What follows belongs to an exercise in optimizing a design on an open flow for small area, a short achievable clock period and few clock cycles; a production flow would make more cautious choices.
RTL that was checked went through simulation tests only; none was proved equivalent to the original.

==> exp/tundra <==
==> flow/design.v <==
module merge_buf (
    input  wire        clk,
    input  wire        rst,           
    input  wire        req_valid,
    output reg         req_ready,
    input  wire [1:0]  req_op,        
    input  wire [15:0] req_addr,      
    input  wire [63:0] req_wdata,
    input  wire [7:0]  req_wmask,     
    input  wire [7:0]  req_wpar,      
    output reg         rsp_valid,
    output reg  [63:0] rsp_data,
    output reg         rsp_poison,
    output reg         rsp_sbe,
    output reg         mem_en,
    output reg         mem_we,
    output reg  [15:0] mem_addr,
    output wire [71:0] mem_wdata,
    input  wire        mem_gnt,       
    input  wire [71:0] mem_rdata
);
    localparam [1:0] OP_WRITE   = 2'd0;
    localparam [1:0] OP_READ    = 2'd1;
    localparam [1:0] OP_BARRIER = 2'd2;
    localparam [511:0] HCOL = 512'hf8c73e3d3b372f1fe0d0c8c4c2c1b0a8a4a2a1989492918c8a898685837068646261585452514c4a49464543383432312c2a292625231c1a191615130e0d0b07;
    localparam [7:0] POISON_MASK = 8'h03;
    function [7:0] check_bits(input [63:0] d);
        integer i;
        begin
            check_bits = 8'h00;
            for (i = 0; i < 64; i = i + 1)
                if (d[i])
                    check_bits = check_bits ^ HCOL[8*i +: 8];
        end
    endfunction
    function [65:0] correct(input [63:0] cw, input [7:0] syn);
        reg [63:0] d;
        reg        sbe;
        integer i;
        begin
            d   = cw;
            sbe = 1'b0;
            for (i = 0; i < 64; i = i + 1)
                if (syn == HCOL[8*i +: 8]) begin
                    d[i] = ~d[i];
                    sbe  = 1'b1;
                end
            for (i = 0; i < 8; i = i + 1)
                if (syn == (8'h01 << i))
                    sbe = 1'b1;
            correct = {(syn != 8'h00) && !sbe, sbe, d};
        end
    endfunction
    function par_err(input [63:0] d, input [7:0] m, input [7:0] p);
        integer b;
        begin
            par_err = 1'b0;
            for (b = 0; b < 8; b = b + 1)
                if (m[b] && ((^d[8*b +: 8]) == p[b]))
                    par_err = 1'b1;
        end
    endfunction
    reg [15:0] e_addr;
    reg [63:0] e_data;
    reg [7:0]  e_mask;      
    reg        e_dirty;     
    reg        e_pois;      
    reg        ld_ent;      
    reg        ld_rsp;      
    reg        rd_wait;     
    wire e_full = &e_mask;
    wire hit    = (e_addr == req_addr);    
    wire        ld_any  = ld_ent || ld_rsp;
    wire [7:0]  chk     = check_bits(ld_any ? mem_rdata[63:0] : e_data);
    assign mem_wdata = {chk ^ (e_pois ? POISON_MASK : 8'h00), e_data};
    wire [65:0] rd_dec  = correct(mem_rdata[63:0], chk ^ mem_rdata[71:64]);
    wire [63:0] rd_corr = rd_dec[63:0];
    wire        rd_sbe  = rd_dec[64];
    wire        rd_ded  = rd_dec[65];
    wire is_rd  = req_valid && (req_op == OP_READ);
    wire wperr  = par_err(req_wdata, req_wmask, req_wpar);
    wire busy   = e_dirty && !ld_ent && !(e_full && ld_rsp);    
    wire rd_sel = req_op[0] && !rd_wait;
    always @(*) begin
        mem_en   = rd_sel ? req_valid : busy;
        mem_we   = !rd_sel && e_full;
        mem_addr = rd_sel ? req_addr : e_addr;
    end
    wire wb_gnt   = busy && e_full && mem_gnt;
    wire wb_now   = !rd_sel && wb_gnt;                       
    wire fill_now = !rd_sel && busy && !e_full && mem_gnt;   
    wire clean = !e_dirty || wb_gnt;
    always @(*) begin
        if (req_op[0])
            req_ready = mem_gnt && !rd_wait && !(hit && e_dirty);
        else
            req_ready = clean || (hit && !req_op[1]);
    end
    wire is_wr      = req_valid && (req_op == OP_WRITE);
    wire acc_wr_hit = is_wr && hit;
    wire acc_wr_new = is_wr && !hit && clean;
    wire acc_rd     = is_rd && req_ready;
    integer b;
    always @(posedge clk) begin
        rsp_data   <= rd_corr;
        rsp_poison <= rd_ded;
        rsp_sbe    <= rd_sbe;
    end
    always @(posedge clk) begin
        if (rst) begin
            e_mask    <= 8'h00;
            e_pois    <= 1'b0;
            e_dirty   <= 1'b0;
            ld_ent    <= 1'b0;
            ld_rsp    <= 1'b0;
            rd_wait   <= 1'b0;
            rsp_valid <= 1'b0;
        end else begin
            ld_ent    <= fill_now;
            ld_rsp    <= acc_rd;
            rsp_valid <= ld_rsp;
            rd_wait   <= is_rd && hit && e_dirty && !wb_now;
            if (wb_now)
                e_dirty <= 1'b0;
            if (ld_ent) begin
                for (b = 0; b < 8; b = b + 1)
                    if (!e_mask[b])
                        e_data[8*b +: 8] <= rd_corr[8*b +: 8];
                e_mask <= 8'hff;
                if (rd_ded)
                    e_pois <= 1'b1;
            end
            if (acc_wr_hit) begin
                for (b = 0; b < 8; b = b + 1)
                    if (req_wmask[b])
                        e_data[8*b +: 8] <= req_wdata[8*b +: 8];
                if (!ld_ent)
                    e_mask <= e_mask | req_wmask;
                e_dirty <= 1'b1;
                if (&req_wmask)
                    e_pois <= wperr;
                else if (wperr)
                    e_pois <= 1'b1;
            end
            if (acc_wr_new) begin
                e_addr  <= req_addr;
                e_data  <= req_wdata;
                e_mask  <= req_wmask;
                e_dirty <= 1'b1;
                e_pois  <= wperr;
            end
        end
    end
endmodule
==> flow/flow/run.sh <==
#!/bin/bash
# Standard layout, with plain buf_1 cells as the port buffers and timing repair aimed
# 7.0 ns below the clock period. make's full output goes to flow_make.log; ORFS's
# per-step logs stay under orfs/logs/.
set -euo pipefail
bash standard.sh "BUFFER_PORTS_ARGS=-buffer_cell sky130_fd_sc_hd__buf_1" "SETUP_SLACK_MARGIN=7.0" finish > flow_make.log 2>&1
==> flow/standard.sh <==
#!/bin/bash
# synth_recipe.tcl (not shown) runs the flow's synth.tcl, then flattens the netlist and writes it again
# the make line also repeats each setting of config.mk as NAME=value (left out here)
make -C /OpenROAD-flow-scripts/flow DESIGN_CONFIG=/design/flow/config.mk WORK_HOME=/design/flow/orfs CLKGATE_MAP_FILE= SYNTH_SCRIPT=/design/flow/synth_recipe.tcl "${@:-finish}"
==> flow/config.mk <==
export PLATFORM = sky130hd
export DESIGN_NAME = merge_buf
export DESIGN_NICKNAME = merge_buf
export VERILOG_FILES = /design/flow/design.v
export SDC_FILE = /design/flow/constraint.sdc
export NUM_CORES = 4
export LEC_CHECK = 0
export CAP_MARGIN = 20
export CORE_MARGIN = 2
export CORE_UTILIZATION = 25
export SLEW_MARGIN = 20
==> flow/constraint.sdc <==
create_clock -name core_clock -period 13.0 [get_ports {clk}]
set_input_delay 2.6000 -clock core_clock [delete_from_list [all_inputs] [get_ports {clk}]]
set_output_delay 2.6000 -clock core_clock [all_outputs]
set_load 0.01 [all_outputs]
==> inputs of exp/maple, as changes to exp/tundra <==
--- a/flow/design.v
+++ b/flow/design.v
@@ -71,8 +71,6 @@
     wire e_full = &e_mask;
     wire hit    = (e_addr == req_addr);    
-    wire        ld_any  = ld_ent || ld_rsp;
-    wire [7:0]  chk     = check_bits(ld_any ? mem_rdata[63:0] : e_data);
-    assign mem_wdata = {chk ^ (e_pois ? POISON_MASK : 8'h00), e_data};
-    wire [65:0] rd_dec  = correct(mem_rdata[63:0], chk ^ mem_rdata[71:64]);
+    assign mem_wdata = {check_bits(e_data) ^ (e_pois ? POISON_MASK : 8'h00), e_data};
+    wire [65:0] rd_dec  = correct(mem_rdata[63:0], check_bits(mem_rdata[63:0]) ^ mem_rdata[71:64]);
     wire [63:0] rd_corr = rd_dec[63:0];
     wire        rd_sbe  = rd_dec[64];
@@ -80,5 +78,5 @@
     wire is_rd  = req_valid && (req_op == OP_READ);
     wire wperr  = par_err(req_wdata, req_wmask, req_wpar);
-    wire busy   = e_dirty && !ld_ent && !(e_full && ld_rsp);    
+    wire busy   = e_dirty && !ld_ent;             
     wire rd_sel = req_op[0] && !rd_wait;
     always @(*) begin
==> inputs of exp/violet, as changes to exp/tundra <==
==> flow/flow/run.sh (replaced) <==
#!/bin/bash
# Standard layout, with plain buf_1 cells as the port buffers and timing repair aimed
# 6.5 ns below the clock period. make's full output goes to flow_make.log; ORFS's
# per-step logs stay under orfs/logs/.
set -euo pipefail
bash standard.sh "BUFFER_PORTS_ARGS=-buffer_cell sky130_fd_sc_hd__buf_1" "SETUP_SLACK_MARGIN=6.5" finish > flow_make.log 2>&1
==> flow_summary.yaml <==
outcome:
  run_status: "timing/DRC/antenna clean"
timing:
  tightest_slew_ns: 0.992
  layout_worst_path_cycle_share_pct: 55.5
setup_path:
  critical_path.endpoint: "mem_wdata[64]"
  critical_path.reg2reg.startpoint: "ld_ent"
finish:
  most_used_cells_in_the_layout_excluding_fill_and_tap_cells: "sky130_fd_sc_hd__buf_1 (264), sky130_fd_sc_hd__xnor2_1 (162), sky130_fd_sc_hd__nand2_1 (120)"
  layout.core_utilization_pct: 35.1
  fillers: 4693
clocking:
  post_cts_resize_count: 163
yosys:
  yosys.area_share.xor_xnor_pct: 35.6
drt:
  met3RoutedLength_um: 3680
-- figures above: exp/tundra

==> flow_summary.yaml <==
outcome:
  run_status: "timing/DRC/antenna clean"
run:
  max_cap_violations: 0
finish:
  fillers: 4693
  most_used_cells_in_the_layout_excluding_fill_and_tap_cells: "sky130_fd_sc_hd__buf_1 (307), sky130_fd_sc_hd__xnor2_1 (267), sky130_fd_sc_hd__nand2_1 (146)"
  layout.core_utilization_pct: 32.0
die:
  initial_core_util_pct: 25.4
timing:
  tightest_slew_ns: 1.07
  layout_worst_path_cycle_share_pct: 50.0
drt:
  dr.max_layer_used: "met4"
  met3RoutedLength_um: 2930
  vias_per_cell: 4.72
setup_path:
  critical_path.reg2reg.startpoint: "e_addr[6]"
clocking:
  cts_hold_repair.buffers: 0
  post_cts_resize_count: 32
worst_hold_path:
  min_from: "ld_rsp"
  holdPathEnd: "rsp_valid"
yosys:
  synth.most_common_cell: "sky130_fd_sc_hd__xnor2_1"
  synth_mux_area_share_pct: 5.77
  yosys.area_share.xor_xnor_pct: 36.6
-- figures above: exp/maple

==> flow_summary.yaml <==
outcome:
  run_status: "timing/DRC/antenna clean"
power_and_ir_drop:
  ir_worst_vdd_mv: 0.165
finish:
  layout.core_utilization_pct: 32.3
  most_used_cells_in_the_layout_excluding_fill_and_tap_cells: "sky130_fd_sc_hd__buf_1 (276), sky130_fd_sc_hd__xnor2_1 (184), sky130_fd_sc_hd__nand2_1 (128)"
timing:
  layout_worst_path_cycle_share_pct: 54.9
  tightest_slew_ns: 0.911
drt:
  met3RoutedLength_um: 3610
setup_path:
  slowest_stage: "sky130_fd_sc_hd__xnor3_1"
  critical_path.endpoint: "mem_wdata[64]"
  critical_path.reg2reg.startpoint: "ld_ent"
clocking:
  post_cts_resize_count: 90
-- figures above: exp/violet

Testbench counts of exp/maple, summed over its fixed seeds: cycles 133,595.
For exp/tundra and exp/violet, only the layout was checked, not whether the RTL still works.

-- re-timing with driven ports --
In the flow no input, the clock included, has a driving cell. The finished layouts below were timed again as built, in two steps.
Step 1 (the two cells are an assumption about what drives the block):
set clk [get_ports {clk}]
set_driving_cell -lib_cell sky130_fd_sc_hd__clkbuf_16 $clk
set_driving_cell -lib_cell sky130_fd_sc_hd__buf_2 [delete_from_list [all_inputs] $clk]
Step 2 adds t to the input delays and takes it off the output delays; t is the mean of the earliest and latest rising clock arrival at the registers after step 1. Input paths then give back, and output paths get back, about the clock's delay inside the block.
a / b / c = ideal / step 1 / step 2; a / b = the first two.
run | t (ns) | setup WS [ns] | latest minus earliest clock arrival (ns) | slew at the worst register clock pin (ns)
exp/tundra | 0.558 | 5.787 / 5.727 / 5.727 | 0.023 / 0.023 | 0.09 / 0.09
exp/maple | 0.510 | 6.505 / 6.467 / 6.467 | 0.017 / 0.018 | 0.08 / 0.08
exp/violet | 0.530 | 5.859 / 5.824 / 5.824 | 0.017 / 0.017 | 0.08 / 0.08
After both steps setup and hold are still met in every run listed. The setup slack of exp/tundra, which loses most, moves by -0.060 ns with the drivers and by -0.060 ns with both steps.
